This is an optimization exercise on Yosys and OpenROAD, whose aim is small area, a short achievable clock period and few clock cycles per item, not a production implementation. The RTL was checked by simulation tests, not by an equivalence proof against the original design. Power and IR drop assume default switching activity.

== run 1 ==
// flow_hash
module flow_hash (
    input  wire         clk,
    input  wire         rst,         
    input  wire         in_valid,
    output wire         in_ready,
    input  wire [1:0]   in_op,       
    input  wire [3:0]   in_len,      
    input  wire         in_frag,     
    input  wire [31:0]  in_seed,
    input  wire [511:0] in_words,    
    output wire         out_valid,
    input  wire         out_ready,
    output wire [31:0]  out_hash
);
    wire [31:0] w0 = in_words[31:0];
    wire [31:0] w1 = in_words[63:32];
    wire [31:0] w2 = in_words[95:64];
    wire [31:0] w3 = in_words[127:96];
    wire [31:0] w4 = in_words[159:128];
    wire [31:0] w5 = in_words[191:160];
    wire [31:0] w6 = in_words[223:192];
    wire [31:0] w7 = in_words[255:224];
    wire [31:0] w8 = in_words[287:256];
    wire [31:0] w9 = in_words[319:288];
    wire [31:0] w10 = in_words[351:320];
    wire [31:0] w11 = in_words[383:352];
    wire [31:0] w12 = in_words[415:384];
    wire [31:0] w13 = in_words[447:416];
    wire [31:0] w14 = in_words[479:448];
    wire [31:0] w15 = in_words[511:480];
    wire op_hash = (in_op == 2'd0);
    wire op_hsy4 = (in_op == 2'd1);
    wire op_hsy6 = in_op[1];
    wire [31:0] cm = in_op[0] ? w1 : w4;
    wire [31:0] pw = in_op[0] ? w2 : w8;
    wire tgt, teq, mgt, meq, pgt;
    wire [31:0] ct_g0 = w0 & ~cm;
    wire [31:0] ct_e0 = ~(w0 ^ cm);
    wire [15:0] ct_g1, ct_e1;
    assign ct_g1[0] = ct_g0[1] | (ct_e0[1] & ct_g0[0]);
    assign ct_e1[0] = ct_e0[1] & ct_e0[0];
    assign ct_g1[1] = ct_g0[3] | (ct_e0[3] & ct_g0[2]);
    assign ct_e1[1] = ct_e0[3] & ct_e0[2];
    assign ct_g1[2] = ct_g0[5] | (ct_e0[5] & ct_g0[4]);
    assign ct_e1[2] = ct_e0[5] & ct_e0[4];
    assign ct_g1[3] = ct_g0[7] | (ct_e0[7] & ct_g0[6]);
    assign ct_e1[3] = ct_e0[7] & ct_e0[6];
    assign ct_g1[4] = ct_g0[9] | (ct_e0[9] & ct_g0[8]);
    assign ct_e1[4] = ct_e0[9] & ct_e0[8];
    assign ct_g1[5] = ct_g0[11] | (ct_e0[11] & ct_g0[10]);
    assign ct_e1[5] = ct_e0[11] & ct_e0[10];
    assign ct_g1[6] = ct_g0[13] | (ct_e0[13] & ct_g0[12]);
    assign ct_e1[6] = ct_e0[13] & ct_e0[12];
    assign ct_g1[7] = ct_g0[15] | (ct_e0[15] & ct_g0[14]);
    assign ct_e1[7] = ct_e0[15] & ct_e0[14];
  ...
clock: 8.0 ns
lec_check: 0
cap_margin: 0
core_margin: 2
core_utilization: 40
setup_slack_margin: 3.4
slew_margin: 0
tns_end_percent: 100
standard.sh (not shown) runs the stock make flow with config.mk's settings and CLKGATE_MAP_FILE= SYNTH_SCRIPT=/design/flow/synth_recipe.tcl, a recipe that flattens the netlist after the stock synthesis.
==> flow/flow/run.sh <==
#!/bin/bash
# Own layout flow: the standard layout (standard.sh: ORFS synthesis to
# final layout, unchanged), except that the port buffers that global
# placement inserts on every input and output are the platform's smallest
# plain buffer (buf_1) instead of the clkdlybuf4s50_1 delay cell that
# buffer_ports picks by default.  Repair may still resize them.
set -euo pipefail
export BUFFER_PORTS_ARGS="-buffer_cell sky130_fd_sc_hd__buf_1"
bash standard.sh finish > standard_flow.log 2>&1
Testbench counts of run 1, summed over its fixed seeds: cycles 9,624, items 9,600.
The inputs of run 2 differ from those of run 1 as listed below.
- SETUP_SLACK_MARGIN now 3.3, was 3.4
- GPL_ROUTABILITY_DRIVEN now 0, previously not set
==> comparison <==
Run 2 reached the end of the flow, and the finished layout is clean on the timing, design-rule and antenna checks. Taking run 1 as the reference, in run 2 synthesized cell count stayed essentially flat; cell count after placement essentially unchanged; transition at the pin with the smallest max-transition slack saw an increase; data arrival time at the worst-slack endpoint increased by 210 ps relative to the old numbers; delay of the slowest cell on the worst path increased by 160 ps relative to the old numbers. Est. power | run 2 vs run 1 | run 2 lower. From run 1 to run 2 the numbers moved as follows: total internal power shows a reduction of about 1.7%; relative contribution of the clock network to total power picked up an extra 0.5 points; final design instance area without fill lower.
Changes in run 3 relative to run 2:
- SETUP_SLACK_MARGIN: 3.3 -> 3.5
Notes after the runs:
Summary of run 3 over run 2: met2 capacity usage during global routing went up; cell area +500 sq um; sequential cell area share now sits lower; detailed-route wire length -about 0.8%. Max area added between synthesis and finish across run 3 and run 2: run 3. Diff run 3..run 2 | share of power burned in registers | negligible. In the tables for run 3 and run 2, combinational share of power reads higher with run 3.

* * *

flow_hash again, from the RTL that the note above started with.
==> flow/config.mk <==
export PLATFORM = sky130hd
export DESIGN_NAME = flow_hash
export DESIGN_NICKNAME = flow_hash
export VERILOG_FILES = /design/flow/design.v
export SDC_FILE = /design/flow/constraint.sdc
export NUM_CORES = 4
export LEC_CHECK = 0
export CAP_MARGIN = 0
export CORE_MARGIN = 2
export CORE_UTILIZATION = 45
export SETUP_SLACK_MARGIN = 3.5
export SLEW_MARGIN = 0
export TNS_END_PERCENT = 100
==> flow/constraint.sdc <==
create_clock -name core_clock -period 8.0 [get_ports {clk}]
set_input_delay 1.6000 -clock core_clock [delete_from_list [all_inputs] [get_ports {clk}]]
set_output_delay 1.6000 -clock core_clock [all_outputs]
set_load 0.01 [all_outputs]
Scripts as last shown in full above: flow/flow/run.sh
The starting point ran to the end with no violations.
Testbench counts at the start, summed over its fixed seeds: cycles 9,624, items 9,600.
==> next run, changes <==
CORE_UTILIZATION = 35   (was 45)
=> The changed run produced a clean layout. Fmax went up by about 2%. Worst setup slack is better by 0.086 ns. First-iteration DRC count shrinks by 23%. Cell area is higher by 1.5%. Wire length rose by about 3%. Sequential cell count is unchanged. Synthesized area stays the same.
==> next run, changes <==
CORE_UTILIZATION = 40   (was 35)
SETUP_SLACK_MARGIN = 3.8   (was 3.5)
TNS_END_PERCENT = 10   (was 100)
Result: Non-clock buffer count increases by 11; power rises by about 2.6%; via count fell by 0.44%.
==> next run, changes <==
SETUP_SLACK_MARGIN = 3.7   (was 3.8)
TNS_END_PERCENT = 100   (was 10)
=>
- via count decreases slightly
- setup slack got worse by 0.027 ns
- power rose slightly
- first-iteration DRC count climbs by a few percent
- critical path depth rose by 2
- wire length went down by a few percent
- sequential power stays flat
- die area is unchanged
- maximum frequency is lower slightly
- synthesized cell count is unchanged

==> static timing again, ports no longer ideal <==
Ports are ideal in the flow. The routed layouts listed here were re-timed in OpenROAD.
Step 1 assumes that a clkbuf_16 drives the clock port and a buf_2 every other input.
Step 2, shift: input delay + t, output delay - t, t = (earliest + latest rising clock arrival at the registers) / 2. This alone moves slack from input paths to output paths.
Three values: ideal ports, drivers, drivers and shift; two values: the first two.
| run | shift t [ns] | setup slack, ns | cell pins on the clock port's net |
|---|---|---|---|
| run 1 | 0.418 | 3.386 / 3.269 / 2.851 | 1 |
| run 2 | 0.407 | 3.158 / 3.173 / 2.765 | 1 |
| run 3 | 0.414 | 3.403 / 3.339 / 2.925 | 1 |
| the first run of note 2 | 0.421 | 3.359 / 3.190 / 2.768 | 1 |
| the second run of note 2 | 0.431 | 3.445 / 3.250 / 2.819 | 1 |
| the third run of note 2 | 0.437 | 3.485 / 3.162 / 2.725 | 1 |
| the fourth run of note 2 | 0.422 | 3.458 / 3.263 / 2.840 | 1 |
After both steps setup and hold are still met in every run listed. For the third run of note 2, which loses most, drivers alone change the setup slack by -0.323 ns; drivers and shift together by -0.760 ns.
